What follows belongs to an exercise in optimizing a design on an open flow for small area, a short achievable clock period and few clock cycles per item; a production flow would make more cautious choices. Where RTL was checked, it was by simulation tests only, not by an equivalence proof against the original. No functional check of the RTL was part of runs 1 to 5.

==> design/flow/design.v <==
module chard_lane (
    input  wire        clk,
    input  wire        rst,
    input  wire        cmd_valid,
    output wire        cmd_ready,
    input  wire        cmd_slot,       
    input  wire [63:0] cmd_seed,
    input  wire [63:0] cmd_index,      
    input  wire [15:0] cmd_epoch,      
    input  wire [9:0]  cmd_stream,     
    input  wire [15:0] cmd_op,         
    input  wire [63:0] cmd_pos,        
    input  wire [15:0] cmd_count,      
    output wire        out_valid,
    input  wire        out_ready,
    output wire [31:0] out_word,
    output wire [63:0] out_hash,       
    output wire        out_last,       
    output wire        out_wrap,       
    output wire        tbl_en,
    output wire [9:0]  tbl_addr_a,
    output wire [9:0]  tbl_addr_b,
    input  wire [31:0] tbl_data_a,
    input  wire [31:0] tbl_data_b
);
    localparam RPS = 2;                
    localparam NS  = 8 / RPS;          
    localparam J5  = 5 / RPS;          
    localparam [31:0] K6 = 32'h9E37_79B9;
    localparam [31:0] K7 = 32'h7F4A_7C15;
    wire adv = out_ready | ~out_valid;
    reg         pending;               
    reg         ready_r;               
    reg         g_busy;
    reg         g_slot;
    reg         g_first;
    reg  [63:0] g_pos;
    reg  [15:0] g_left;
    assign cmd_ready = ready_r;
    wire g_last  = (g_left == 16'd1);
    wire g_wrap  = g_slot & ~g_first & (g_pos[47:0] == 48'd0);
    wire [63:0] g_next_pos = g_slot ? {g_pos[63:48], g_pos[47:0] + 48'd1}
                                    : g_pos + 64'd1;
    wire take    = cmd_valid & ready_r;
    wire abort   = pending & ~cmd_valid;             
    wire vacc    = cmd_valid & ~pending & (~g_busy | (adv & g_last));
    wire        v  [0:NS+2];           
    wire        f  [0:NS+2];           
    wire        sp [0:NS+2];           
    wire        l  [0:NS+2];           
    wire        w  [0:NS+2];           
    assign v[0]  = g_busy;
    assign f[0]  = g_first;
    assign sp[0] = pending;
    assign l[0]  = g_last;
    assign w[0]  = g_wrap;
    wire keys_in = (J5 == 0) ? vacc : (adv & v[J5-1] & f[J5-1] & sp[J5-1]);
    always @(posedge clk) begin
        if (rst) begin
            pending <= 1'b0;
            ready_r <= 1'b0;
            g_busy  <= 1'b0;
        end else begin
            if (take | abort) begin
                pending <= 1'b0;
                ready_r <= 1'b0;
            end else begin
                if (vacc)
                    pending <= 1'b1;
                if (keys_in)
                    ready_r <= 1'b1;
            end
            if (abort)
                g_busy <= 1'b0;
            else if (vacc)
                g_busy <= 1'b1;
            else if (g_busy & adv & g_last)
                g_busy <= 1'b0;
        end
    end
    always @(posedge clk) begin
        if (vacc) begin
            g_slot  <= cmd_slot;
            g_first <= 1'b1;
            g_pos   <= cmd_pos;
            g_left  <= cmd_count;
        end else if (g_busy & adv) begin
            g_first <= 1'b0;
            g_pos   <= g_next_pos;
            g_left  <= g_left - 16'd1;
        end
    end
    reg  [31:0] kb0, kb1, kb2, kb3;
    reg  [25:0] kb4;                   
    reg  [15:0] kb5;                   
    reg         kb5s;                  
    wire [31:0] k4 = {kb4[25:10], 6'd0, kb4[9:0]};
    wire [31:0] k5 = {6'd0, kb5s, ~kb5s, 8'h00, kb5};
    function kload;
        input integer i;
        begin
            if (i / RPS == 0) kload = vacc;
            else kload = adv & v[i/RPS-1] & f[i/RPS-1] & sp[i/RPS-1];
        end
    endfunction
    always @(posedge clk) begin
        if (kload(0)) kb0 <= cmd_seed[31:0];
        if (kload(1)) kb1 <= cmd_seed[63:32];
        if (kload(2)) kb2 <= cmd_slot ? 32'd0 : cmd_index[31:0];
        if (kload(3)) kb3 <= cmd_slot ? 32'd0 : cmd_index[63:32];
        if (kload(4)) kb4 <= cmd_slot ? 26'd0 : {cmd_epoch, cmd_stream};
        if (kload(5)) begin
            kb5  <= cmd_slot ? 16'd0 : cmd_op;
            kb5s <= cmd_slot;
        end
    end
    function [31:0] key_of;
        input integer i;
        begin
            case (i)
                0: key_of = kb0;
                1: key_of = kb1;
                2: key_of = kb2;
                3: key_of = kb3;
                4: key_of = k4;
                5: key_of = k5;
                6: key_of = K6;
                default: key_of = K7;
            endcase
        end
    endfunction
    function [63:0] round;
        input [31:0] a, b, k;
        reg   [31:0] s;
        begin
            s     = {a[7:0], a[31:8]} + b;
            round = {s ^ k, s ^ ({b[28:0], b[31:29]} ^ k)};
        end
    endfunction
    wire [31:0] sa [0:NS];             
    wire [31:0] sb [0:NS];
    assign sa[0] = g_pos[63:32];
    assign sb[0] = g_pos[31:0];
    genvar gs, gr;
    generate
        for (gs = 1; gs <= NS; gs = gs + 1) begin : st
            reg  [31:0] ra, rb;
            reg         rv, rf, rsp, rl, rw;
            wire [63:0] h [0:RPS];
            assign h[0] = {sa[gs-1], sb[gs-1]};
            for (gr = 0; gr < RPS; gr = gr + 1) begin : rn
                assign h[gr+1] = round(h[gr][63:32], h[gr][31:0],
                                       key_of((gs - 1) * RPS + gr));
            end
            always @(posedge clk) begin
                if (rst)
                    rv <= 1'b0;
                else if (adv)          
                    rv <= v[gs-1] & ~(abort & sp[gs-1]);
                else if (abort & rsp)
                    rv <= 1'b0;
                if (take)
                    rsp <= 1'b0;
                else if (adv)
                    rsp <= sp[gs-1];
            end
            always @(posedge clk)
                if (adv) begin
                    ra <= h[RPS][63:32];
                    rb <= h[RPS][31:0];
                    rf <= f[gs-1];
                    rl <= l[gs-1];
                    rw <= w[gs-1];
                end
            assign sa[gs] = ra;
            assign sb[gs] = rb;
            assign v[gs]  = rv;
            assign f[gs]  = rf;
            assign sp[gs] = rsp;
            assign l[gs]  = rl;
            assign w[gs]  = rw;
        end
    endgenerate
    reg  [31:0] t_a, t_b;
    reg  [31:0] o_word;
    reg  [63:0] o_hash;
    reg         t_v, t_l, t_w, o_v, o_l, o_w;
    assign tbl_en     = adv & v[NS];
    assign tbl_addr_a = sb[NS][9:0];
    assign tbl_addr_b = sb[NS][19:10];
    wire [63:0] tb_dbl = {tbl_data_b, tbl_data_b} << t_b[24:20];
    always @(posedge clk) begin
        if (rst) begin
            t_v <= 1'b0;
            o_v <= 1'b0;
        end else if (adv) begin
            t_v <= v[NS];
            o_v <= t_v;
        end
    end
    always @(posedge clk)
        if (adv) begin
            t_a    <= sa[NS];
            t_b    <= sb[NS];
            t_l    <= l[NS];
            t_w    <= w[NS];
            o_word <= tbl_data_a ^ tb_dbl[63:32] ^ t_a;
            o_hash <= {t_a, t_b};
            o_l    <= t_l;
            o_w    <= t_w;
        end
    assign out_valid = o_v;
    assign out_word  = o_word;
    assign out_hash  = o_hash;
    assign out_last  = o_l;
    assign out_wrap  = o_w;
endmodule
==> design/flow/run.sh <==
#!/bin/bash
# synth_recipe.tcl (not shown) runs the flow's synth.tcl, then flattens the netlist and writes it again
# the make line also repeats each setting of config.mk as NAME=value (left out here)
make -C /OpenROAD-flow-scripts/flow DESIGN_CONFIG=/design/flow/config.mk WORK_HOME=/design/flow/orfs CLKGATE_MAP_FILE= SYNTH_SCRIPT=/design/flow/synth_recipe.tcl finish
==> design/flow/config.mk <==
export PLATFORM = sky130hd
export DESIGN_NAME = chard_lane
export DESIGN_NICKNAME = chard_lane
export VERILOG_FILES = /design/flow/design.v
export SDC_FILE = /design/flow/constraint.sdc
export NUM_CORES = 4
export LEC_CHECK = 0
export ABC_CLOCK_PERIOD_IN_PS = 2500
export CAP_MARGIN = 20
export CORE_MARGIN = 2
export CORE_UTILIZATION = 40
export SETUP_SLACK_MARGIN = 2.5
export SLEW_MARGIN = 20
==> design/flow/constraint.sdc <==
create_clock -name core_clock -period 5.0 [get_ports {clk}]
set_input_delay 1.0000 -clock core_clock [delete_from_list [all_inputs] [get_ports {clk}]]
set_output_delay 1.0000 -clock core_clock [all_outputs]
set_load 0.01 [all_outputs]
==> results of run 1 <==
sequential cells by signal, indices dropped and copies added, names as in the netlist, 32 cells and up:
signal,count
st.ra,128
st.rb,128
g_pos,64
o_hash,64
kb0,32
kb1,32
kb2,32
kb3,32
o_word,32
t_a,32
t_b,32
cells in the mapped netlist, drive strengths merged (33+ instances only):
library cell	count	share of area
xor2	331	0.067
nand2	277	0.024
a21oi	217	0.025
buf	45	0.0059
o21bai	33	0.0057
and3	42	0.0061
nor2b	135	0.019
ha	252	0.073
o21ai	203	0.024
clkbuf	85	0.0074
xnor2	454	0.092
a21o	134	0.023
a211oi	33	0.0059
inv	107	0.0093
mux2i	56	0.013
nand3	72	0.0083
nand4	36	0.0053
edfxtp	681	0.47
nor2	138	0.012
nor3	45	0.0054
what timing repair did:
| item | CTS | global route |
|---|---|---|
| setup endpoints to repair | 745 | 1021 |
| gates resized for setup | 392 | 382 |
| cloned | 0 | 0 |
| hold buffers | 0 | 0 |
| pin swaps | 245 | 290 |
| endpoints found under the hold margin | 0 | 0 |
| buffers inserted | 110 | 117 |
per-stage QoR:
| stage | std cells | instance area [µm²] | setup slack, ns |
|---|---|---|---|
| global placement | 5976 | 53000 | -0.222 |
| global route | 6343 | 61600 | -0.334 |
| finish | 6343 | 61600 | -0.161 |
| detailed placement | 5976 | 53000 | -0.306 |
| CTS | 6225 | 58600 | -0.0176 |
| floorplan | 3779 | 43900 | 0.217 |
worst max-delay path by stage:
stage                     startpoint                      to  cells after the start
2_1_floorplan    g_pos[40]$_DFFE_PP_  st[1].rb[31]$_DFFE_PN_                     20
3_3_place_gp   st[1].rb[0]$_DFFE_PN_  st[2].rb[21]$_DFFE_PN_                     22
3_5_place_dp   st[3].ra[9]$_DFFE_PN_  st[4].rb[28]$_DFFE_PN_                     20
4_1_cts        st[1].rb[4]$_DFFE_PN_  st[2].rb[31]$_DFFE_PN_                     18
5_1_grt        st[1].rb[0]$_DFFE_PN_  st[2].rb[31]$_DFFE_PN_                     22
6_report       st[1].rb[0]$_DFFE_PN_  st[2].rb[31]$_DFFE_PN_                     19
routing by layer:
layer	track usage	wire length, µm
met1	0.291	56500
met2	0.417	68200
met3	0.0346	6140
met4	0.0736	5170
met5	0	12
cell type report:
cell class                 count  share of cell area
inverter                     107             0.00694
sequential                   695               0.336
tap                         1403              0.0285
clock inverter                45             0.00778
multi-input combinational   2847               0.420
timing repair buffer        1152               0.166
clock buffer                  94              0.0340
cells by family (layout without fill, tap and decap cells):
kind of cell	after synthesis	after routing	share of synthesized area
multiplexers	108	108	0.0347
AO/OA/AOI/OAI	829	829	0.123
flip-flops	695	695	0.478
buffers and inverters	237	1398	0.0226
AND/OR/NAND/NOR	846	846	0.0969
adder cells (fa/ha/maj)	260	260	0.0764
XOR/XNOR	804	804	0.169
==> impl_metrics.yaml, run 1 <==
outcome:
  status: "complete, but fails checks"
  so.violations: "setup timing"
clocking:
  h-tree-depth: 3
  clkLatencyLatePin_ns: 0.65
  cts.sinks: 695
  path_clk_slew_ns: 0.06
  cts-root-buf: "clkbuf_16"
  tritoncts: "built"
  cts_buffers: 80
  cts_max_path_buffers: 3
timing:
  worst_slack_ns: -0.161
  whs_ns: 0.414
  fin_crit_ns: 5.16
  finalCritPeriodShare: 1.03
  relSlewSlack: 0.299
  fmax_mhz: 194
  finalSetupTns_ns: -0.237
  slew_violations: 0
  setup_viol_count_final: 3
  hold_viol: 0
  rsz0062_at_grt: "true"
  skew_ns: 0.0278
  tightestPinTransition_ns: 1.05
synthesis:
  synth_flop_cell: "edfxtp_1"
  synth_edf_count: 681
  async_flop_share: 0
  yosysWarnings: 1
  ys_seq_area_frac: 0.478
  synth_nets: 4358
  netlist_area_mm2: 0.0434
  synthDistinctLibCells: 85
  avgSynthCellArea_um2: 11.5
  synthCells: 3779
  ys_ff_latch: 695
grt:
  grt_antenna_before_repair: 2
  grt_pass1_wl_mm: 197
  grt_max_degree: 177
  track_usage: 0.234
  grt_pass1_vias: 33000
  overflow: 0
routing:
  first_iter_violations: 2271
  dr.pass1.iters: 5
  wl_per_cell_um: 21.5
  vias: 33400
  drc: 0
  finalWirelength_mm: 136
  post_drt_via_cell_ratio: 5.26
  ant_nets: 0
floorplan:
  die_y_um: 333
  io_pins: 440
  dieArea_mm2: 0.111
  core-area_mm2: 0.107
  num_rows: 120
  die_x_um: 333
  start_util: 0.404
placed_design:
  gp_congestion: 0.953
  port_buffers: 439
  dp.final_hpwl_mm: 107
final_layout:
  fin_util: 0.574
  layout_common_cells: "edfxtp_1, buf_4, clkdlybuf4s50_1"
  regArea_mm2: 0.0207
  finalNetCount: 5462
  nFillCells: 8922
  diodes: 0
  multi_input_area_mm2: 0.0259
  drive_gt1_frac: 0.291
  syn2layout_area_growth_pct: 42.0
  final_common_cell: "edfxtp_1"
critical_path:
  crit_family: "compound AO/OA/AOI/OAI gates"
  r2r_start: "st[1].rb[0]$_DFFE_PN_"
  startpoint_type: "register"
  path_class: "reg2reg"
  required_ns: 5.38
  path_max_fanout: 7
  slowest_delay_ns: 0.51
  path_buf_inv: 1
  crit_path_cell_trace: "ha_2 -> fa_2 -> a21o_1 -> a31oi_4 -> o31a_1 -> o211ai_1 -> a221o_1 -> a211o_1 -> a221oi_2 -> xnor2_1 -> ha_2 -> buf_12 -> o211ai_1 -> o31ai_2 -> a311oi_2 -> or4b_4 -> o211ai_1 -> xnor2_2 -> xnor2_1"
  end_kind: "register"
  worst_r2r_endpoint: "st[2].rb[31]$_DFFE_PN_"
  slowest_stage: "or4b_4"
  arrival_ns: 5.54
  r2r_cells: 19
  rrSetupSlack_ns: -0.16
  cp_common_cell: "o211ai_1"
worst_hold_path:
  hold_path.class: "reg2reg"
  hold_path.startpoint: "st[4].rl$_DFFE_PN_"
  holdPathStages: 0
  hold_end: "t_l$_DFFE_PN_"
run:
  cap_violations: 0
==> inputs of run 2 (changes only) <==
--- a/design/flow/design.v
+++ b/design/flow/design.v
@@ -23,7 +23,7 @@
     input  wire [31:0] tbl_data_a,
     input  wire [31:0] tbl_data_b
 );
-    localparam RPS = 2;                
+    localparam RPS = 1;                
     localparam NS  = 8 / RPS;          
     localparam J5  = 5 / RPS;          
     localparam [31:0] K6 = 32'h9E37_79B9;
@@ -129,11 +129,28 @@
             endcase
         end
     endfunction
+    function [31:0] add32;
+        input [31:0] x, y;
+        reg   [31:0] p, g, pp, gg;
+        integer i, d;
+        begin
+            p  = x ^ y;
+            g  = x & y;
+            pp = p;
+            gg = g;
+            for (d = 1; d < 32; d = d * 2)
+                for (i = 31; i >= d; i = i - 1) begin
+                    gg[i] = gg[i] | (pp[i] & gg[i-d]);
+                    pp[i] = pp[i] & pp[i-d];
+                end
+            add32 = p ^ {gg[30:0], 1'b0};
+        end
+    endfunction
     function [63:0] round;
         input [31:0] a, b, k;
         reg   [31:0] s;
         begin
-            s     = {a[7:0], a[31:8]} + b;
+            s     = add32({a[7:0], a[31:8]}, b);
             round = {s ^ k, s ^ ({b[28:0], b[31:29]} ^ k)};
         end
     endfunction
==> design/flow/config.mk (replaced) <==
export PLATFORM = sky130hd
export DESIGN_NAME = chard_lane
export DESIGN_NICKNAME = chard_lane
export VERILOG_FILES = /design/flow/design.v
export SDC_FILE = /design/flow/constraint.sdc
export NUM_CORES = 4
export LEC_CHECK = 0
export CAP_MARGIN = 20
export CORE_MARGIN = 2
export CORE_UTILIZATION = 40
export SETUP_SLACK_MARGIN = 2.6
export SLEW_MARGIN = 20
==> run 2 against run 1 <==
Compared with the run above: clock skew is 0.0057 ns higher; utilization is 0.19 points higher; hold slack lost 0.0054 ns; highest routed layer unchanged; die area rose by 18%; worst setup slack gained 2.0 ns; via count up 11%; synthesized cell count is 7.9% higher; the run now finishes clean; final area is 19% higher; global-route usage rose by 0.57 points.
==> impl_metrics.yaml, run 2 <==
placed_design:
  port_buffers: 439
  dp.final_hpwl_mm: 116
  dpl.cell_count: 6052
  gp_congestion: 0.933
  placed_area_mm2: 0.0574
grt:
  grt_max_degree: 199
  overflow: 0
  track_usage: 0.239
  grt_antenna_before_repair: 7
  grt_pass1_wl_mm: 233
  grt_pass1_vias: 36300
clocking:
  clkLatencyLatePin_ns: 0.74
  cts-root-buf: "clkbuf_16"
  cts_buffers: 106
  cts_max_path_buffers: 3
  cts.sinks: 970
  path_clk_slew_ns: 0.07
  tritoncts: "built"
  hold_buffers: 0
  h-tree-depth: 3
worst_hold_path:
  hold_path.startpoint: "st[8].ra[6]$_DFFE_PN_"
  hold_path.class: "reg2reg"
timing:
  relSlewSlack: 0.301
  skew_ns: 0.0335
  finalSetupTns_ns: 0
  finalCritPeriodShare: 0.642
  fmax_mhz: 312
  hold_viol: 0
  whs_ns: 0.409
  fin_crit_ns: 3.21
  tightestPinTransition_ns: 1.05
  slew_violations: 0
  rsz0062_at_grt: "true"
  setup_viol_count_final: 0
synthesis:
  synthCells: 4076
  synth_edf_count: 948
  ys_ff_latch: 970
  synth_nets: 4655
  yosys.area.top_type_share: 0.556
  yosysMostFrequentCell: "edfxtp_1"
  async_flop_share: 0
  synthDistinctLibCells: 82
  netlist_area_mm2: 0.0512
  synth_area_leader_cell: "edfxtp_1"
  ys_seq_area_frac: 0.565
  synth_commonest_cells: "edfxtp_1, xor2_1, xnor2_1"
  avgSynthCellArea_um2: 12.6
  yosysWarnings: 1
  synth_flop_cell: "edfxtp_1"
  synth.area.top_cells: "edfxtp_1, xor2_1, xnor2_1"
final_layout:
  top_regs: "st.ra: 256 flops, st.rb: 256 flops"
  instances_no_fill: 6864
  layout_common_cells: "edfxtp_1, xor2_1, buf_4"
  fin_area_mm2: 0.0733
  finalNetCount: 5687
  drive_gt1_frac: 0.336
  syn2layout_area_growth_pct: 43.2
  final_common_cell: "edfxtp_1"
critical_path:
  critPathLaunch: "st[5].rb[0]$_DFFE_PN_"
  path_class: "reg2reg"
  path_buf_inv: 1
  r2r_start: "st[5].rb[0]$_DFFE_PN_"
  end_kind: "register"
  crit_path_cell_trace: "ha_4 -> inv_2 -> fa_2 -> nor2b_2 -> o21ai_2 -> a21boi_2 -> o41ai_4 -> o21ba_4 -> o31a_1 -> o21ai_4 -> a41oi_2 -> xnor2_2 -> xor2_1"
  path_max_fanout: 3
  arrival_ns: 3.67
  crit_family: "compound AO/OA/AOI/OAI gates"
  slowest_stage: "edfxtp_1"
  slowest_delay_ns: 0.42
  required_ns: 5.46
  startpoint_type: "register"
routing:
  wl_per_cell_um: 24.1
  first_iter_violations: 2858
  dr.pass1.iters: 6
  drc: 0
  vias: 36900
  ant_nets: 0
  post_drt_via_cell_ratio: 5.37
  finalWirelength_mm: 165
run:
  cap_violations: 0
floorplan:
  die_y_um: 362
  core-area_mm2: 0.127
  dieArea_mm2: 0.131
  num_rows: 131
  start_util: 0.402
  io_pins: 440
  die_x_um: 362
outcome:
  status: "finished clean"
==> run 2: what timing repair did <==
action | 4_1_cts | 5_1_grt
setup endpoints to repair | 866 | 634
setup buffers | 395 | 180
cloned | 29 | 4
pin swaps | 430 | 359
endpoints found under the hold margin | 0 | 0
gates resized for setup | 1324 | 534
==> run 2: cell families after synthesis <==
group	synth area share
flip-flops	0.565
AND/OR/NAND/NOR	0.0814
AO/OA/AOI/OAI	0.102
XOR/XNOR	0.140
adder cells (fa/ha/maj)	0.0647
buffers and inverters	0.0200
multiplexers	0.0270
==> run 2: cell type report <==
class / count / area [µm²]
antenna: 3 / 7.51
clock buffer: 138 / 2980
clock inverter: 61 / 671
fill: 9957 / 54000
inverter: 101 / 428
multi-input combinational: 2863 / 27700
sequential: 970 / 28900
tap: 1662 / 2080
timing repair buffer: 1056 / 10400
timing repair inverter: 10 / 154
==> run 2: final timing paths <==
path                                               end  slack [ns]  cells past startpoint
worst max-delay path            st[6].rb[30]$_DFFE_PN_        1.79                     13
worst min-delay path                  t_a[6]$_DFFE_PN_        0.41                      0
worst max register to register  st[6].rb[30]$_DFFE_PN_        1.79                     13
worst min register to register        t_a[6]$_DFFE_PN_        0.41                      0
==> run 2: through the flow <==
stage | setup WS [ns] | utilization
final | 1.79 | 0.576
after global routing | 1.72 | 0.576
after CTS | 1.78 | 0.544
after detailed placement | 1.12 | 0.451
after global placement | 1.13 | 0.451
after floorplan | 0.494 | -
==> run 2: per-layer routing <==
metal,global-route usage,vias up,share of wire
li1,-,17000,-
met5,0,-,0.00015
met3,0.0391,346,0.055
met4,0.101,4,0.048
met2,0.413,1329,0.50
met1,0.298,18200,0.40
==> inputs of run 3 (changes only) <==
--- a/design/flow/design.v
+++ b/design/flow/design.v
@@ -139,7 +139,12 @@
             pp = p;
             gg = g;
             for (d = 1; d < 32; d = d * 2)
-                for (i = 31; i >= d; i = i - 1) begin
+                for (i = 2 * d - 1; i < 32; i = i + 2 * d) begin
+                    gg[i] = gg[i] | (pp[i] & gg[i-d]);
+                    pp[i] = pp[i] & pp[i-d];
+                end
+            for (d = 8; d >= 1; d = d / 2)
+                for (i = 3 * d - 1; i < 32; i = i + 2 * d) begin
                     gg[i] = gg[i] | (pp[i] & gg[i-d]);
                     pp[i] = pp[i] & pp[i-d];
                 end
==> design/flow/flow/run.sh (new file) <==
#!/bin/bash
# The standard layout (standard.sh), with two synthesis changes that touch
# only the combinational mapping (registers are mapped exactly as in the
# standard synthesis, before either step):
#  - abc maps with a delay target (flow/abc_speed.script) in place of the
#    stock speed script;
#  - no full/half-adder extraction (ADDER_MAP_FILE empty), so abc sees the
#    adders as plain logic.
# Everything else is ORFS's own scripts, unchanged.
set -euo pipefail
here=$(pwd)
rm -rf "$here/scripts"
cp -r "$FLOW_HOME/scripts" "$here/scripts"
cp "$here/flow/abc_speed.script" "$here/scripts/abc_speed.script"
export SCRIPTS_DIR="$here/scripts"
export ADDER_MAP_FILE=
export BUFFER_PORTS_ARGS="-buffer_cell sky130_fd_sc_hd__buf_1"
bash "$here/standard.sh" > "$here/standard.log" 2>&1
==> design/flow/flow/abc_speed.script (new file) <==
strash
dch -f
map -D 1400
buffer -c
topo
stime -c
upsize -c
dnsize -c
==> design/flow/standard.sh (new file) <==
#!/bin/bash
# synth_recipe.tcl (not shown) runs the flow's synth.tcl, then flattens the netlist and writes it again
# the make line also repeats each setting of config.mk as NAME=value (left out here)
make -C /OpenROAD-flow-scripts/flow DESIGN_CONFIG=/design/flow/config.mk WORK_HOME=/design/flow/orfs CLKGATE_MAP_FILE= SYNTH_SCRIPT=/design/flow/synth_recipe.tcl "${@:-finish}"
==> design/flow/config.mk (replaced) <==
export PLATFORM = sky130hd
export DESIGN_NAME = chard_lane
export DESIGN_NICKNAME = chard_lane
export VERILOG_FILES = /design/flow/design.v
export SDC_FILE = /design/flow/constraint.sdc
export NUM_CORES = 4
export LEC_CHECK = 0
export CAP_MARGIN = 30
export CORE_MARGIN = 2
export CORE_UTILIZATION = 40
export SETUP_SLACK_MARGIN = 2.3
export SLEW_MARGIN = 30
removed: design/flow/run.sh
==> run 3 against run 2 <==
Compared with the run above: cell count up 13%; sequential cell count unchanged; die area up 3.2%; worst setup slack better by 0.48 ns; register-to-register slack better by 0.48 ns; count of clock-buffer cells in the layout down 8; critical path depth down 5; largest cell class unchanged.
==> impl_metrics.yaml, run 3 <==
outcome:
  status: "finished clean"
final_layout:
  fin_area_mm2: 0.0631
  drive_gt1_frac: 0.138
  multi_input_area_mm2: 0.0228
  layout_common_cells: "edfxtp_1, nand2_1, nor2_1"
  top_regs: "st.ra: 256 flops, st.rb: 256 flops"
  syn2layout_area_growth_pct: 19.3
  regArea_mm2: 0.0289
  fin_util: 0.480
  final_common_cell: "edfxtp_1"
  nFillCells: 12200
  finalNetCount: 6227
synthesis:
  yosysWarnings: 1
  ys_seq_area_frac: 0.547
  yosysMostFrequentCell: "edfxtp_1"
  yosys.area.top_type_share: 0.538
  synth_edf_count: 948
  synthDistinctLibCells: 79
  netlist_area_mm2: 0.0529
  synthCells: 5266
  synth_flop_cell: "edfxtp_1"
  avgSynthCellArea_um2: 10.0
  synth_commonest_cells: "edfxtp_1, nor2_1, nand2_1"
  synth_nets: 5585
  synth_area_leader_cell: "edfxtp_1"
  async_flop_share: 0
  synth.area.top_cells: "edfxtp_1, xor2_1, nor2_1"
  ys_ff_latch: 970
grt:
  grt_pass1_vias: 36700
  grt_max_degree: 169
  grt_pass1_wl_mm: 226
  overflow: 0
  track_usage: 0.224
  grt_antenna_before_repair: 6
critical_path:
  rrSetupSlack_ns: 2.27
  startpoint_type: "register"
  required_ns: 5.45
  r2r_start: "g_pos[31]$_DFFE_PP_"
  r2r_cells: 8
  arrival_ns: 3.18
  end_kind: "register"
  path_max_fanout: 6
  worst_r2r_endpoint: "g_pos[36]$_DFFE_PP_"
  path_class: "reg2reg"
timing:
  relSlewSlack: 0.403
  setup_viol_count_final: 0
  worst_slack_ns: 2.27
  tightestPinTransition_ns: 0.895
  skew_ns: 0.0286
  whs_ns: 0.416
  rsz0062_at_grt: "true"
  finalSetupTns_ns: 0
  finalCritPeriodShare: 0.545
  fmax_mhz: 367
  hold_viol: 0
  slew_violations: 0
  fin_crit_ns: 2.73
clocking:
  cts_buffers: 106
  path_clk_slew_ns: 0.06
  h-tree-depth: 3
  tritoncts: "built"
  cts-root-buf: "clkbuf_16"
  cts_max_path_buffers: 3
  hold_buffers: 0
  clkLatencyLatePin_ns: 0.73
  cts.sinks: 970
floorplan:
  dieArea_mm2: 0.135
  num_rows: 133
  core-area_mm2: 0.131
  die_x_um: 368
  io_pins: 440
  die_y_um: 368
  start_util: 0.403
routing:
  wl_per_cell_um: 20.2
  finalWirelength_mm: 157
  ant_nets: 0
  dr.pass1.iters: 8
  vias: 39000
  drc: 0
  first_iter_violations: 3260
  post_drt_via_cell_ratio: 5.03
placed_design:
  dp_slack_ns: 1.28
  dp.final_hpwl_mm: 121
  port_buffers: 439
  gp_congestion: 0.977
  placed_area_mm2: 0.0565
worst_hold_path:
  hold_end: "st[7].rw$_DFFE_PN_"
  hold_path.startpoint: "st[6].rw$_DFFE_PN_"
  holdPathStages: 0
  hold_path.class: "reg2reg"
run:
  cap_violations: 0
## run 3: cell types whose count changed in the layout (fill, tap and decap cells not counted), sizes merged, moves of 94 or more
cell,change
nor2,+793
nand2,+554
inv,+473
clkdlybuf4s50,-313
ha,-252
xnor2,-208
nor2b,-138
a21o,-127
xor2,+94
## run 3: stage by stage
step | std cells
2_1_floorplan | 5266
3_3_place_gp | 7373
3_5_place_dp | 7375
4_1_cts | 7637
5_1_grt | 7750
6_report | 7751
## run 3: how the worst max path moves through the flow
stage,startpoint,end,slack (ns)
final,g_pos[31]$_DFFE_PP_,g_pos[36]$_DFFE_PP_,2.27
after global routing,g_pos[31]$_DFFE_PP_,g_pos[52]$_DFFE_PP_,2.14
after CTS,o_v$_SDFFE_PP0N_,tbl_en,2.16
after detailed placement,out_ready,g_pos[27]$_DFFE_PP_,1.28
after global placement,out_ready,g_pos[30]$_DFFE_PP_,1.27
after floorplan,out_ready,tbl_en,0.78
## run 3: timing repair
| action | CTS | global route |
|---|---|---|
| pin swaps | 17 | 100 |
| gates cloned | 4 | 1 |
| setup buffers | 63 | 111 |
| resized for setup | 88 | 295 |
| endpoints found under the setup margin | 167 | 254 |
## run 3: logic make-up (layout without fill, tap and decap cells)
logic type,Yosys count,count (layout),share of synthesized area
AO/OA/AOI/OAI,671,671,0.0843
XOR/XNOR,757,757,0.144
adder cells (fa/ha/maj),2,2,0.000379
buffers and inverters,687,1416,0.0513
flip-flops,970,970,0.547
other,0,1,0
AND/OR/NAND/NOR,2179,2179,0.173
## run 3: metal layers
metal	up-vias	global-route usage	routed length, µm
li1	19000	-	-
met1	18600	0.292	65900
met2	1226	0.390	77200
met3	237	0.0253	8200
met4	0	0.0730	5340
met5	-	0	0
## run 3: layout make-up
type                    instances  area share
well taps                    1755      0.0348
repair inverters                5     0.00101
flip-flops and latches        970       0.458
diodes                          1   0.0000397
clock inverters                65      0.0107
inverters                     579      0.0355
multi-input cells            3609       0.361
repair buffers                637      0.0530
clock buffers                 130      0.0456
## run 3: worst max-delay path, stage by stage (launching register included)
cell and delay [ns]:
edfxtp_1 0.56, inv_1 0.21, nor3_1 0.35, inv_1 0.16, nor2_1 0.21, nand2_1 0.13, nor3_1 0.53, xor2_1 0.23
o21ai_0 0.10
==> inputs of run 4 (changes only) <==
--- a/design/flow/config.mk
+++ b/design/flow/config.mk
@@ -8,5 +8,5 @@
 export CAP_MARGIN = 30
 export CORE_MARGIN = 2
 export CORE_UTILIZATION = 40
-export SETUP_SLACK_MARGIN = 2.3
+export SETUP_SLACK_MARGIN = 2.4
 export SLEW_MARGIN = 30
==> run 4 against run 3 <==
Compared with the run above: wire length up 1.1%; utilization up 1.2 points; count of clock-buffer cells in the layout down 5; global-route usage up 0.18 points; critical endpoint is now st[1].rb[31]$_DFFE_PN_; still clean; highest routed layer is now met5.
==> impl_metrics.yaml, run 4 <==
floorplan:
  dieArea_mm2: 0.135
  start_util: 0.403
  io_pins: 440
  die_y_um: 368
  num_rows: 133
  die_x_um: 368
  core-area_mm2: 0.131
routing:
  finalWirelength_mm: 158
  ant_nets: 0
  post_drt_via_cell_ratio: 5.01
  vias: 39300
  dr.pass1.iters: 6
  drc: 0
  first_iter_violations: 3263
  wl_per_cell_um: 20.2
final_layout:
  drive_gt1_frac: 0.172
  syn2layout_area_growth_pct: 22.2
  finalNetCount: 6313
  nFillCells: 12000
  final_common_cell: "edfxtp_1"
  fin_util: 0.492
  layout_common_cells: "edfxtp_1, nand2_1, nor2_1"
  top_regs: "st.ra: 256 flops, st.rb: 256 flops"
critical_path:
  startpoint_type: "register"
  rrSetupSlack_ns: 2.26
  crit_path_cell_trace: "inv_1 -> nor2_1 -> nor2_1 -> a21oi_1 -> nand3_2 -> o21ai_2 -> a21oi_2 -> o22ai_4 -> o211ai_1 -> nand3_1 -> nand2_2"
  worst_r2r_endpoint: "st[1].rb[31]$_DFFE_PN_"
  end_kind: "register"
  cp_common_cell: "nor2_1"
  path_max_fanout: 8
  arrival_ns: 3.21
  crit_family: "compound AO/OA/AOI/OAI gates"
  required_ns: 5.47
  slowest_stage: "edfxtp_1"
  r2r_start: "g_pos[23]$_DFFE_PP_"
  r2r_cells: 11
  path_class: "reg2reg"
  slowest_delay_ns: 0.56
  path_buf_inv: 1
synthesis:
  synth.area.top_cells: "edfxtp_1, xor2_1, nor2_1"
  synth_area_leader_cell: "edfxtp_1"
  ys_seq_area_frac: 0.547
  synth_flop_cell: "edfxtp_1"
  async_flop_share: 0
  synth_commonest_cells: "edfxtp_1, nor2_1, nand2_1"
  netlist_area_mm2: 0.0529
  yosys.area.top_type_share: 0.538
  yosysMostFrequentCell: "edfxtp_1"
  yosysWarnings: 1
  synthDistinctLibCells: 79
  synth_nets: 5585
  synth_edf_count: 948
  avgSynthCellArea_um2: 10.0
  ys_ff_latch: 970
  synthCells: 5266
grt:
  overflow: 0
  track_usage: 0.226
  grt_pass1_wl_mm: 228
  grt_antenna_before_repair: 6
  grt_pass1_vias: 37300
  grt_max_degree: 187
timing:
  whs_ns: 0.410
  finalCritPeriodShare: 0.548
  fmax_mhz: 365
  tightestPinTransition_ns: 0.896
  slew_violations: 0
  setup_viol_count_final: 0
  fin_crit_ns: 2.74
  rsz0062_at_grt: "true"
  relSlewSlack: 0.402
  finalSetupTns_ns: 0
  skew_ns: 0.0465
  hold_viol: 0
clocking:
  clkLatencyLatePin_ns: 0.73
  h-tree-depth: 3
  cts.sinks: 970
  cts_buffers: 107
  path_clk_slew_ns: 0.06
  tritoncts: "built"
  cts_max_path_buffers: 3
  cts-root-buf: "clkbuf_16"
placed_design:
  port_buffers: 439
  dp.final_hpwl_mm: 120
  gp_congestion: 0.970
worst_hold_path:
  hold_path.startpoint: "st[8].ra[13]$_DFFE_PN_"
  holdPathStages: 0
  hold_path.class: "reg2reg"
  hold_end: "t_a[13]$_DFFE_PN_"
run:
  cap_violations: 0
outcome:
  status: "finished clean"
[run 4: cell count changes in the layout (fill, tap and decap cells not counted), sizes merged]
cell      delta
clkbuf       -4
buf         +84
inv          +1
diode        +4
bufinv       +8
clkinvlp     -8
clkinv       +5
[run 4: stage by stage]
step / std cells / worst slack [ns] / cell area [µm²]
global route: 7841 / 2.21 / 64700
floorplan: 5266 / 0.778 / 53000
CTS: 7715 / 2.33 / 62200
global placement: 7378 / 1.36 / 56500
finish: 7841 / 2.26 / 64700
detailed placement: 7379 / 1.30 / 56500
[run 4: area by class of cell]
| class | instances | area [µm²] | share of cell area |
|---|---|---|---|
| flip-flops and latches | 970 | 28900 | 0.447 |
| repair inverters | 5 | 66.3 | 0.00103 |
| repair buffers | 722 | 4020 | 0.0621 |
| clock inverters | 71 | 900 | 0.0139 |
| diodes | 5 | 12.5 | 0.000194 |
| clock buffers | 125 | 2830 | 0.0437 |
| inverters | 579 | 2230 | 0.0346 |
| well taps | 1755 | 2200 | 0.0340 |
| multi-input cells | 3609 | 23500 | 0.363 |
[run 4: cell families after synthesis]
group / synth area share
flip-flops: 0.547
buffers and inverters: 0.0513
AND/OR/NAND/NOR: 0.173
adder cells (fa/ha/maj): 0.000379
XOR/XNOR: 0.144
AO/OA/AOI/OAI: 0.0843
[run 4: what timing repair did]
| action | CTS | global route |
|---|---|---|
| gates cloned | 4 | 1 |
| buffers inserted | 136 | 118 |
| pin swaps | 58 | 156 |
| gates resized for setup | 202 | 384 |
| setup endpoints to repair | 433 | 328 |
| hold buffers | 0 | 0 |
[run 4: worst max-delay path by stage]
stage	end	start	cells past startpoint
final	st[1].rb[31]$_DFFE_PN_	g_pos[23]$_DFFE_PP_	11
after floorplan	tbl_en	out_ready	5
after CTS	tbl_en	o_v$_SDFFE_PP0N_	7
after global routing	st[1].rb[31]$_DFFE_PN_	g_pos[20]$_DFFE_PP_	13
after global placement	st[4].rb[25]$_DFFE_PN_	out_ready	5
after detailed placement	st[4].rb[27]$_DFFE_PN_	out_ready	5
[run 4: metal layers]
metal  vias to the layer above  share of wire  wire (µm)  GRT usage
li1                      19100              -          -          -
met1                     18600           0.41      65600      0.287
met2                      1289           0.49      78100      0.391
met3                       287          0.052       8170     0.0301
met4                         2          0.040       6370     0.0873
met5                         -       0.000082         13          0
==> inputs of run 5 (changes only) <==
--- a/design/flow/config.mk
+++ b/design/flow/config.mk
@@ -8,5 +8,7 @@
 export CAP_MARGIN = 30
 export CORE_MARGIN = 2
 export CORE_UTILIZATION = 40
-export SETUP_SLACK_MARGIN = 2.4
+export CTS_CLUSTER_DIAMETER = 80
+export CTS_CLUSTER_SIZE = 20
+export SETUP_SLACK_MARGIN = 2.3
 export SLEW_MARGIN = 30
==> run 5 against run 4 <==
Compared with the run above: clock skew shrank 0.0057 ns; global-route usage shrank 0.23 points; non-clock buffer count shrank 49; first-iteration DRC count grew 3.8%; fmax shrank 1.6%; wire length shrank 1.1%; via count shrank 1.3%; sequential cell count is the same; final area shrank 3.9%; highest routed layer is now met4.
==> impl_metrics.yaml, run 5 <==
placed_design:
  dpl.cell_count: 7375
  dp.final_hpwl_mm: 121
  port_buffers: 439
  gp_congestion: 0.977
critical_path:
  arrival_ns: 3.22
  path_class: "reg2reg"
  required_ns: 5.44
  end_kind: "register"
  path_max_fanout: 6
  startpoint_type: "register"
final_layout:
  diodes: 0
  instances_no_fill: 7703
  syn2layout_area_growth_pct: 17.5
  final_common_cell: "edfxtp_1"
  finalNetCount: 6228
  nFillCells: 12300
  drive_gt1_frac: 0.134
  top_regs: "st.ra: 256 flops, st.rb: 256 flops"
  layout_common_cells: "edfxtp_1, nor2_1, nand2_1"
timing:
  fin_crit_ns: 2.78
  slew_violations: 0
  setup_viol_count_final: 0
  skew_ns: 0.0408
  relSlewSlack: 0.397
  tightestPinTransition_ns: 0.905
  rsz0062_at_grt: "true"
  fmax_mhz: 359
  hold_viol: 0
  finalCritPeriodShare: 0.557
  finalSetupTns_ns: 0
synthesis:
  synthCells: 5266
  synth_flop_cell: "edfxtp_1"
  ys_seq_area_frac: 0.547
  synthDistinctLibCells: 79
  synth_edf_count: 948
  yosysMostFrequentCell: "edfxtp_1"
  ys_ff_latch: 970
  synth.area.top_cells: "edfxtp_1, xor2_1, nor2_1"
  avgSynthCellArea_um2: 10.0
  netlist_area_mm2: 0.0529
  synth_nets: 5585
  synth_area_leader_cell: "edfxtp_1"
  async_flop_share: 0
  yosys.area.top_type_share: 0.538
  yosysWarnings: 1
  synth_commonest_cells: "edfxtp_1, nor2_1, nand2_1"
routing:
  ant_nets: 0
  post_drt_via_cell_ratio: 5.04
  wl_per_cell_um: 20.3
  vias: 38800
  dr.pass1.iters: 6
  finalWirelength_mm: 157
  drc: 0
  first_iter_violations: 3386
clocking:
  path_clk_slew_ns: 0.08
  h-tree-depth: 3
  tritoncts: "built"
  cts-root-buf: "clkbuf_16"
  hold_buffers: 0
  clkLatencyLatePin_ns: 0.70
  cts_buffers: 71
  cts.sinks: 970
  cts_max_path_buffers: 3
grt:
  grt_pass1_wl_mm: 225
  track_usage: 0.224
  grt_max_degree: 169
  overflow: 0
  grt_antenna_before_repair: 5
  grt_pass1_vias: 36400
floorplan:
  start_util: 0.403
  die_y_um: 368
  num_rows: 133
  dieArea_mm2: 0.135
  core-area_mm2: 0.131
  die_x_um: 368
  io_pins: 440
worst_hold_path:
  hold_path.class: "reg2reg"
outcome:
  status: "finished clean"
run:
  cap_violations: 0
## run 5: cell families after synthesis
kind of cell / after synthesis / share of synthesized area
compound gates: 671 / 0.0843
xor+xnor: 757 / 0.144
fa+ha+maj: 2 / 0.000379
buf+inv: 687 / 0.0513
flops: 970 / 0.547
simple gates: 2179 / 0.173
## run 5: worst max-delay path: stages (launching register included)
cell      delay [ns]
edfxtp_1        0.58
inv_1           0.21
nor3_1          0.36
inv_1           0.16
nor2_1          0.22
nand2_1         0.13
nor3_1          0.51
xor2_1          0.24
o21ai_0         0.10
## run 5: area by class of cell
| class | count | area [µm²] | area share |
|---|---|---|---|
| Clock inverter | 30 | 407 | 0.00654 |
| Timing Repair Buffer | 673 | 3640 | 0.0585 |
| Timing Repair inverter | 5 | 63.8 | 0.00103 |
| Inverter | 579 | 2250 | 0.0361 |
| Clock buffer | 82 | 1890 | 0.0304 |
| Tap cell | 1755 | 2200 | 0.0353 |
| Sequential cell | 970 | 28900 | 0.465 |
| Multi-Input combinational cell | 3609 | 22800 | 0.367 |
## run 5: worst paths after layout
| kind | startpoint | endpoint | slack, ns | cells past startpoint |
|---|---|---|---|---|
| worst max register to register | g_pos[31]$_DFFE_PP_ | g_pos[36]$_DFFE_PP_ | 2.22 | 8 |
| worst min-delay path | st[8].rb[31]$_DFFE_PN_ | t_b[31]$_DFFE_PN_ | 0.42 | 0 |
| worst max-delay path | g_pos[31]$_DFFE_PP_ | g_pos[36]$_DFFE_PP_ | 2.22 | 8 |
| worst min register to register | st[8].rb[31]$_DFFE_PN_ | t_b[31]$_DFFE_PN_ | 0.42 | 0 |
## run 5: repair_timing
action | in CTS | in global routing
pin swaps | 18 | 94
gates cloned | 4 | 1
setup buffers | 69 | 141
endpoints found under the setup margin | 169 | 308
resized for setup | 91 | 305
## run 5: metal layers
metal | GRT usage | part of all wire | routed length (µm)
met4 | 0.0719 | 0.035 | 5430
met2 | 0.387 | 0.49 | 76800
met5 | 0 | 0 | 0
met1 | 0.291 | 0.42 | 66300
met3 | 0.0274 | 0.051 | 7970
## run 5: through the flow
stage               hold WS, ns   util  area (µm²)  worst slack [ns]
detailed placement        0.405  0.431       56500              1.28
global route              0.427  0.473       62200              2.09
CTS                       0.406  0.455       59800              2.21
finish                    0.417  0.473       62200              2.22
floorplan                 0.400      -       53000             0.778
global placement          0.400  0.430       56500              1.27
==> inputs of run 6 (changes only) <==
--- a/design/flow/design.v
+++ b/design/flow/design.v
@@ -78,16 +78,13 @@
                 g_busy <= 1'b0;
         end
     end
-    always @(posedge clk) begin
-        if (vacc) begin
-            g_slot  <= cmd_slot;
-            g_first <= 1'b1;
-            g_pos   <= cmd_pos;
-            g_left  <= cmd_count;
-        end else if (g_busy & adv) begin
-            g_first <= 1'b0;
-            g_pos   <= g_next_pos;
-            g_left  <= g_left - 16'd1;
+    wire g_load = ~g_busy | g_last;
+    always @(posedge clk) begin
+        if (~g_busy | adv) begin
+            g_slot  <= g_load ? cmd_slot : g_slot;
+            g_first <= g_load;
+            g_pos   <= g_load ? cmd_pos : g_next_pos;
+            g_left  <= g_load ? cmd_count : g_left - 16'd1;
         end
     end
     reg  [31:0] kb0, kb1, kb2, kb3;
@@ -99,7 +96,7 @@
     function kload;
         input integer i;
         begin
-            if (i / RPS == 0) kload = vacc;
+            if (i / RPS == 0) kload = ~g_busy | (adv & g_last);
             else kload = adv & v[i/RPS-1] & f[i/RPS-1] & sp[i/RPS-1];
         end
     endfunction
==> run 6 against run 5 <==
Compared with the run above: global-route usage decreased by 0.38 points; utilization up 0.15 points; count of clock-buffer cells in the layout is 3 lower; first-iteration DRC count fell by 12%; critical path type unchanged; via count is 2.3% lower; fmax barely moved; synthesized cell count is 2.3% lower; worst setup slack improved by 0.00092 ns; register-to-register slack about the same.
==> impl_metrics.yaml, run 6 <==
outcome:
  status: "finished clean"
timing:
  fin_crit_ns: 2.78
  fmax_mhz: 359
  whs_ns: 0.413
  setup_viol_count_final: 0
  slew_violations: 0
  hold_viol: 0
  finalCritPeriodShare: 0.557
  tightestPinTransition_ns: 0.953
  rsz0062_at_grt: "true"
  relSlewSlack: 0.365
  skew_ns: 0.0399
  finalSetupTns_ns: 0
floorplan:
  die_y_um: 364
  core-area_mm2: 0.129
  io_pins: 440
  die_x_um: 364
  start_util: 0.402
  num_rows: 132
  dieArea_mm2: 0.133
final_layout:
  top_regs: "st.ra: 256 flops, st.rb: 256 flops"
  finalNetCount: 6109
  instances_no_fill: 7579
  fin_util: 0.475
  nFillCells: 12100
  drive_gt1_frac: 0.132
  multi_input_area_mm2: 0.0223
  layout_common_cells: "edfxtp_1, nor2_1, nand2_1"
  final_common_cell: "edfxtp_1"
  regArea_mm2: 0.0289
  syn2layout_area_growth_pct: 18.1
grt:
  grt_pass1_wl_mm: 217
  grt_pass1_vias: 35000
  track_usage: 0.220
  grt_max_degree: 183
  grt_antenna_before_repair: 8
  overflow: 0
clocking:
  hold_buffers: 0
  tritoncts: "built"
  path_clk_slew_ns: 0.09
  cts_max_path_buffers: 3
  cts_buffers: 69
  cts-root-buf: "clkbuf_16"
  h-tree-depth: 3
  clkLatencyLatePin_ns: 0.69
  cts.sinks: 970
critical_path:
  path_max_fanout: 5
  end_kind: "register"
  required_ns: 5.44
  path_class: "reg2reg"
  startpoint_type: "register"
  arrival_ns: 3.22
synthesis:
  synth_commonest_cells: "edfxtp_1, nor2_1, nand2_1"
  yosysWarnings: 1
  yosys.area.top_type_share: 0.549
  async_flop_share: 0
  netlist_area_mm2: 0.0519
  ys_seq_area_frac: 0.557
  synth_area_leader_cell: "edfxtp_1"
  yosysMostFrequentCell: "edfxtp_1"
  synth_edf_count: 949
  synth_flop_cell: "edfxtp_1"
  avgSynthCellArea_um2: 10.1
  synth_nets: 5465
  synth.area.top_cells: "edfxtp_1, xor2_1, nor2_1"
  synthDistinctLibCells: 75
  ys_ff_latch: 970
  synthCells: 5146
routing:
  finalWirelength_mm: 151
  dr.pass1.iters: 5
  vias: 37900
  post_drt_via_cell_ratio: 5.00
  ant_nets: 0
  wl_per_cell_um: 19.9
  first_iter_violations: 2990
  drc: 0
placed_design:
  gp_congestion: 0.939
  dpl.cell_count: 7253
  port_buffers: 439
  dp.final_hpwl_mm: 116
worst_hold_path:
  hold_path.class: "reg2reg"
run:
  cap_violations: 0
==> run 6: changes by cell type in the layout (fill, tap and decap cells not counted), moves of 15 or more <==
cell      previous run  this run
nand2_1            813       770
nor2_1             817       783
o211ai_1            33        49
o21ai_0            146       166
o21ai_2             34        19
xor2_1             486       502
==> run 6: critical path: stages, from the launching register on <==
cell and delay, ns:
edfxtp_1 0.50, inv_1 0.09, nand2_2 0.11, nand2_4 0.09
nor3_4 0.24, nand2_2 0.11, nor2_4 0.13, o21ai_4 0.10
and2_4 0.16, o31ai_4 0.25, buf_4 0.17, nand2_2 0.07
a21oi_4 0.23, o22ai_2 0.10, nand3_1 0.09, nand2_2 0.09
==> run 6: final timing paths <==
check,from,endpoint,slack (ns),cells past startpoint
worst min-delay path,st[3].rw$_DFFE_PN_,st[4].rw$_DFFE_PN_,0.41,0
worst min register to register,st[3].rw$_DFFE_PN_,st[4].rw$_DFFE_PN_,0.41,0
worst max-delay path,st[1].rb[14]$_DFFE_PN_,st[2].rb[23]$_DFFE_PN_,2.22,15
worst max register to register,st[1].rb[14]$_DFFE_PN_,st[2].rb[23]$_DFFE_PN_,2.22,15
==> run 6: cell type report <==
cell class | count | share of cell area
multi-input combinational | 3514 | 0.363
inverter | 565 | 0.0357
sequential | 970 | 0.471
timing repair inverter | 3 | 0.000796
clock inverter | 31 | 0.00600
timing repair buffer | 667 | 0.0574
tap | 1742 | 0.0355
antenna | 8 | 0.000326
clock buffer | 79 | 0.0298
==> run 6: kinds of logic after synthesis <==
kind of cell               after synthesis  share of synthesized area
AOI/OAI and AO/OA                      666                     0.0803
xor gates and xnor gates               755                      0.145
adders and majority gates                2                   0.000385
buffers and inverters                  665                     0.0496
DFF                                    970                      0.557
and+or+nand+nor                       2088                      0.168
==> run 6: layer usage <==
metal / part of all wire / track usage / up-vias / routed length (µm)
li1: - / - / 18500 / -
met1: 0.42 / 0.283 / 17900 / 63200
met2: 0.49 / 0.385 / 1191 / 73800
met3: 0.054 / 0.0262 / 255 / 8140
met4: 0.037 / 0.0731 / 0 / 5650
met5: 0 / 0 / - / 0
==> run 6: through the flow <==
stage	area [µm²]	setup WS, ns
after global routing	61300	2.15
after CTS	58700	2.19
after detailed placement	55600	1.21
final	61300	2.22
after floorplan	52000	0.775
after global placement	55600	1.22
==> run 6: timing repair <==
item,CTS,global route
pin swaps,19,126
setup endpoints to repair,468,391
cloned,6,0
resized for setup,123,363
buffers inserted,48,152
Testbench counts of run 6, summed over its fixed seeds: cycles 24,293, items 23,934.
==> inputs of run 7 (changes only) <==
--- a/design/flow/config.mk
+++ b/design/flow/config.mk
@@ -8,7 +8,5 @@
 export CAP_MARGIN = 30
 export CORE_MARGIN = 2
 export CORE_UTILIZATION = 40
-export CTS_CLUSTER_DIAMETER = 80
-export CTS_CLUSTER_SIZE = 20
 export SETUP_SLACK_MARGIN = 2.3
 export SLEW_MARGIN = 30
==> run 7 against run 6 <==
Compared with the run above: cell count increased by 0.94%; critical path depth decreased by 8; still clean; hold slack got worse by 0.0056 ns; largest cell class unchanged; die area unchanged; highest routed layer unchanged; clock skew decreased by 0.0094 ns; global-route usage increased by 0.18 points.
==> impl_metrics.yaml, run 7 <==
synthesis:
  yosysWarnings: 1
  ys_ff_latch: 970
  avgSynthCellArea_um2: 10.1
  synth_commonest_cells: "edfxtp_1, nor2_1, nand2_1"
  yosys.area.top_type_share: 0.549
  yosysMostFrequentCell: "edfxtp_1"
  ys_seq_area_frac: 0.557
  synthDistinctLibCells: 75
  netlist_area_mm2: 0.0519
  async_flop_share: 0
  synth_area_leader_cell: "edfxtp_1"
  synthCells: 5146
  synth_flop_cell: "edfxtp_1"
  synth.area.top_cells: "edfxtp_1, xor2_1, nor2_1"
  synth_nets: 5465
  synth_edf_count: 949
final_layout:
  final_common_cell: "edfxtp_1"
  layout_common_cells: "edfxtp_1, nor2_1, nand2_1"
  top_regs: "st.ra: 256 flops, st.rb: 256 flops"
  finalNetCount: 6127
  drive_gt1_frac: 0.133
  nFillCells: 12000
  syn2layout_area_growth_pct: 20.3
floorplan:
  start_util: 0.402
  die_y_um: 364
  io_pins: 440
  core-area_mm2: 0.129
  die_x_um: 364
  num_rows: 132
  dieArea_mm2: 0.133
placed_design:
  gp_congestion: 0.939
  dp.final_hpwl_mm: 116
  port_buffers: 439
timing:
  rsz0062_at_grt: "true"
  skew_ns: 0.0305
  finalCritPeriodShare: 0.545
  slew_violations: 0
  tightestPinTransition_ns: 0.918
  relSlewSlack: 0.388
  hold_viol: 0
  fmax_mhz: 367
  setup_viol_count_final: 0
  finalSetupTns_ns: 0
  fin_crit_ns: 2.72
critical_path:
  path_buf_inv: 1
  crit_path_cell_trace: "inv_2 -> nor4_1 -> nand4_1 -> or4_1 -> nor2_1 -> nand2_1 -> a32o_1"
  crit_family: "simple AND/OR/NAND/NOR gates"
  end_kind: "register"
  slowest_delay_ns: 0.58
  required_ns: 5.49
  rrSetupSlack_ns: 2.28
  slowest_stage: "nor4_1"
  r2r_start: "g_pos[45]$_DFFE_PN_"
  arrival_ns: 3.21
  cp.depth: 7
  path_max_fanout: 6
  worst_r2r_endpoint: "g_pos[57]$_DFFE_PP_"
  path_class: "reg2reg"
  startpoint_type: "register"
  r2r_cells: 7
clocking:
  h-tree-depth: 3
  cts_buffers: 107
  tritoncts: "built"
  cts-root-buf: "clkbuf_16"
  path_clk_slew_ns: 0.06
  cts.sinks: 970
  cts_max_path_buffers: 3
  clkLatencyLatePin_ns: 0.74
routing:
  wl_met3_mm: 7.70
  first_iter_violations: 2940
  wl_per_cell_um: 19.8
  ant_nets: 0
  met2_wirelength_mm: 73.3
  drc: 0
  vias: 38000
  dr.pass1.iters: 5
  finalWirelength_mm: 151
  post_drt_via_cell_ratio: 4.97
  highest_layer: "met4"
  wl_met1_mm: 63.9
grt:
  track_usage: 0.222
  grt_max_degree: 183
  overflow: 0
  grt_antenna_before_repair: 10
  grt_pass1_vias: 35400
  grt_pass1_wl_mm: 218
worst_hold_path:
  holdPathStages: 0
  hold_path.startpoint: "t_b[6]$_DFFE_PN_"
  hold_path.class: "reg2reg"
  hold_end: "o_hash[6]$_DFFE_PN_"
run:
  cap_violations: 0
outcome:
  status: "finished clean"
==> run 7: metrics by stage <==
step	utilization	setup slack (ns)	cells	cell area, µm²	hold slack [ns]
floorplan	-	0.775	5146	52000	0.400
global placement	0.430	1.22	7252	55600	0.400
detailed placement	0.431	1.21	7253	55600	0.405
CTS	0.465	2.19	7503	60100	0.372
global route	0.484	2.14	7649	62500	0.401
finish	0.484	2.28	7650	62500	0.407
==> run 7: cell families after synthesis <==
family,share of synthesized area
flops,0.557
compound gates,0.0803
xor+xnor,0.145
fa+ha+maj,0.000385
simple gates,0.168
buf+inv,0.0496
==> run 7: timing repair <==
action | CTS | global route
endpoints found under the setup margin | 467 | 355
resized for setup | 116 | 325
buffers inserted | 43 | 136
hold buffers | 0 | 0
cloned | 6 | 1
pin swaps | 18 | 82
==> run 7: metal layers <==
metal  vias to the layer above  global-route usage
met5                         -                   0
met4                         0              0.0857
met3                       273              0.0305
met2                      1130               0.381
met1                     18000               0.284
li1                      18600                   -
==> run 7: worst max path at each step <==
stage	start	to	slack, ns
final	g_pos[45]$_DFFE_PN_	g_pos[57]$_DFFE_PP_	2.28
after global routing	st[5].rb[11]$_DFFE_PN_	st[6].rb[23]$_DFFE_PN_	2.14
after CTS	o_v$_SDFFE_PP0N_	tbl_en	2.19
after detailed placement	out_ready	st[7].ra[23]$_DFFE_PN_	1.21
after global placement	out_ready	st[7].ra[23]$_DFFE_PN_	1.22
after floorplan	out_ready	tbl_en	0.78
==> run 7: final cells by class <==
class / instances / area, µm² / share of cell area
inverter: 565 / 2180 / 0.0349
sequential: 970 / 28900 / 0.463
clock inverter: 72 / 801 / 0.0128
antenna: 8 / 20.0 / 0.000320
timing repair buffer: 646 / 3360 / 0.0537
multi-input combinational: 3514 / 22100 / 0.354
tap: 1742 / 2180 / 0.0349
timing repair inverter: 4 / 60.1 / 0.000961
clock buffer: 129 / 2820 / 0.0452
==> run 7: worst register-to-register path, cell delays in order (launching register included) <==
cell and delay [ns]:
edfxtp_1 0.50, inv_2 0.13, nor4_1 0.58, nand4_1 0.28
or4_1 0.57, nor2_1 0.15, nand2_1 0.06, a32o_1 0.21
==> inputs of run 8 (changes only) <==
--- a/design/flow/config.mk
+++ b/design/flow/config.mk
@@ -10,3 +10,4 @@
 export CORE_UTILIZATION = 40
 export SETUP_SLACK_MARGIN = 2.3
 export SLEW_MARGIN = 30
+export TNS_END_PERCENT = 5
==> run 8 against run 7 <==
Compared with the run above: still clean on timing, DRC and antenna; cell count fell by 1.1%; die area did not move; via count fell by 0.82%; critical path depth did not move; final area fell by 2.2%; synthesized cell count did not move; sequential cell count did not move; worst setup slack got worse by 0.074 ns; synthesized area did not move; critical path type is now in2out; highest routed layer unchanged.
==> impl_metrics.yaml, run 8 <==
critical_path:
  startpoint_type: "input pin"
  arrival_ns: 1.80
  r2r_start: "st[1].rb[14]$_DFFE_PN_"
  path_class: "in2out"
  slowest_stage: "buf_2"
  rrSetupSlack_ns: 2.20
  path_max_fanout: 16
  crit_path_cell_trace: "buf_2 -> nor2_4 -> buf_12 -> clkinv_16 -> nand2_2 -> inv_2 -> buf_1"
  path_buf_inv: 5
  worst_r2r_endpoint: "st[2].rb[23]$_DFFE_PN_"
  r2r_cells: 13
  end_kind: "output port"
  slowest_delay_ns: 0.18
  required_ns: 4.00
  crit_family: "buffers and inverters"
clocking:
  clkLatencyLatePin_ns: 0.74
  tritoncts: "built"
  hold_buffers: 0
  cts_buffers: 104
  cts-root-buf: "clkbuf_16"
  cts.sinks: 970
  cts_max_path_buffers: 3
  h-tree-depth: 3
  path_clk_slew_ns: 0.06
synthesis:
  synth_area_leader_cell: "edfxtp_1"
  synthAdderAreaFrac: 0.000385
  ys_ff_latch: 970
  avgSynthCellArea_um2: 10.1
  async_flop_share: 0
  synth_edf_count: 949
  muxShareOfSynthArea: 0
  synth_nets: 5465
  yosysWarnings: 1
  synth_flop_cell: "edfxtp_1"
  synth.area.top_cells: "edfxtp_1, xor2_1, nor2_1"
  yosys.area.top_type_share: 0.549
  ys_seq_area_frac: 0.557
  synth_top_family_by_area: "simple AND/OR/NAND/NOR gates"
  netlist_area_mm2: 0.0519
  synth_compound_area_frac: 0.0803
  synthCells: 5146
  synth-simple-area-share: 0.168
  synth-xor-area-share: 0.145
  synth_commonest_cells: "edfxtp_1, nor2_1, nand2_1"
  synthDistinctLibCells: 75
  yosysMostFrequentCell: "edfxtp_1"
grt:
  overflow: 0
  grtUsageMet3: 0.0279
  grt.busiest_layer: "met2"
  grt_pass1_vias: 34900
  use_met2: 0.373
  grt_max_degree: 158
  grt_util_met1: 0.276
  track_usage: 0.215
  grt_antenna_before_repair: 9
  grt_pass1_wl_mm: 212
outcome:
  status: "finished clean"
final_layout:
  final_common_cell: "edfxtp_1"
  instances_no_fill: 7569
  finalNetCount: 6053
  layout_common_cells: "edfxtp_1, nor2_1, nand2_1"
  syn2layout_area_growth_pct: 17.6
  fin_area_mm2: 0.0611
  fin_util: 0.473
  top_regs: "st.ra: 256 flops, st.rb: 256 flops"
  drive_gt1_frac: 0.103
run:
  cap_violations: 0
timing:
  slew_violations: 0
  hold_viol: 0
  fin_crit_ns: 2.80
  fmax_mhz: 357
  skew_ns: 0.0414
  finalCritPeriodShare: 0.560
  rsz0062_at_grt: "true"
  setup_viol_count_final: 0
  finalSetupTns_ns: 0
  relSlewSlack: 0.379
  whs_ns: 0.403
  tightestPinTransition_ns: 0.931
  worst_slack_ns: 2.20
floorplan:
  core-area_mm2: 0.129
  dieArea_mm2: 0.133
  die_x_um: 364
  die_y_um: 364
  io_pins: 440
  start_util: 0.402
  num_rows: 132
routing:
  finalWirelength_mm: 147
  post_drt_via_cell_ratio: 4.98
  dr.pass1.iters: 6
  first_iter_violations: 2990
  ant_nets: 0
  vias: 37700
  drc: 0
  wl_per_cell_um: 19.4
worst_hold_path:
  hold_end: "st[8].rw$_DFFE_PN_"
  hold_path.startpoint: "st[7].rw$_DFFE_PN_"
  holdPathStages: 0
  hold_path.class: "reg2reg"
placed_design:
  dpl.cell_count: 7252
  gp_congestion: 0.947
  placed_area_mm2: 0.0556
  dp_slack_ns: 1.17
  dp.final_hpwl_mm: 113
  port_buffers: 439
[run 8: repair_timing]
action                                  in CTS  in global routing
endpoints found under the setup margin     243                289
cloned                                       4                  0
pin swaps                                   12                 61
buffers inserted                            19                 93
resized for setup                           55                203
[run 8: per-layer routing]
layer,up-vias,part of all wire
met5,-,0
met1,17800,0.42
li1,18500,-
met3,252,0.052
met2,1167,0.49
met4,0,0.035
[run 8: cell type report]
type                    instances  area, µm²
well taps                    1742       2180
flip-flops and latches        970      28900
clock inverters                68        808
repair buffers                578       2800
fillers                     12000      68100
inverters                     565       2160
clock buffers                 127       2730
diodes                          4       10.0
multi-input cells            3512      21400
repair inverters                3       48.8
[run 8: how the worst max path moves through the flow]
| stage | depth (start not counted) | startpoint | end | slack (ns) |
|---|---|---|---|---|
| detailed placement | 6 | out_ready | g_pos[29]$_DFFE_PN_ | 1.17 |
| global placement | 6 | out_ready | g_pos[37]$_DFFE_PN_ | 1.20 |
| CTS | 13 | g_pos[54]$_DFFE_PP_ | st[1].rb[27]$_DFFE_PN_ | 2.15 |
| floorplan | 5 | out_ready | tbl_en | 0.77 |
| global route | 12 | g_pos[3]$_DFFE_PN_ | g_pos[53]$_DFFE_PP_ | 2.06 |
| finish | 7 | out_ready | tbl_en | 2.20 |
[run 8: kinds of logic after synthesis]
logic type | after synthesis
buf+inv | 665
simple gates | 2088
fa+ha+maj | 2
xor+xnor | 755
compound gates | 666
flops | 970

what the ideal ports hide:
The flow's constraints put no driver on any port. The routed layouts listed below were extracted and timed again, unchanged, in two steps.
Step 1 sets driving cells, clkbuf_16 on the clock port and buf_2 on the other inputs (assumed; they add their load-dependent delay and slew).
Step 2 times the ports against the registers' clock, not the clock port: input delays grow and output delays shrink by t, the midpoint of the rising clock arrivals with the driver on.
Slacks: no drivers / after step 1 / after step 2; pairs: no drivers / after step 1.
| run | t, ns | setup WS [ns] | latest minus earliest clock arrival (ns) | pins driven straight from the clock port |
|---|---|---|---|---|
| run 1 | 0.711 | -0.161 / -0.161 / -0.161 | 0.032 / 0.032 | 1 |
| run 2 | 0.793 | 1.792 / 1.792 / 1.587 | 0.044 / 0.045 | 1 |
| run 3 | 0.793 | 2.274 / 2.274 / 1.819 | 0.038 / 0.038 | 1 |
| run 4 | 0.784 | 2.262 / 2.262 / 1.820 | 0.051 / 0.050 | 1 |
| run 5 | 0.756 | 2.216 / 2.216 / 1.829 | 0.053 / 0.052 | 1 |
| run 6 | 0.748 | 2.217 / 2.217 / 1.682 | 0.041 / 0.041 | 1 |
| run 7 | 0.796 | 2.276 / 2.270 / 1.580 | 0.037 / 0.037 | 1 |
| run 8 | 0.798 | 2.202 / 2.173 / 1.844 | 0.043 / 0.044 | 1 |
The setup slack of run 7, which loses most, moves by -0.006 ns with the drivers and by -0.696 ns with both steps.
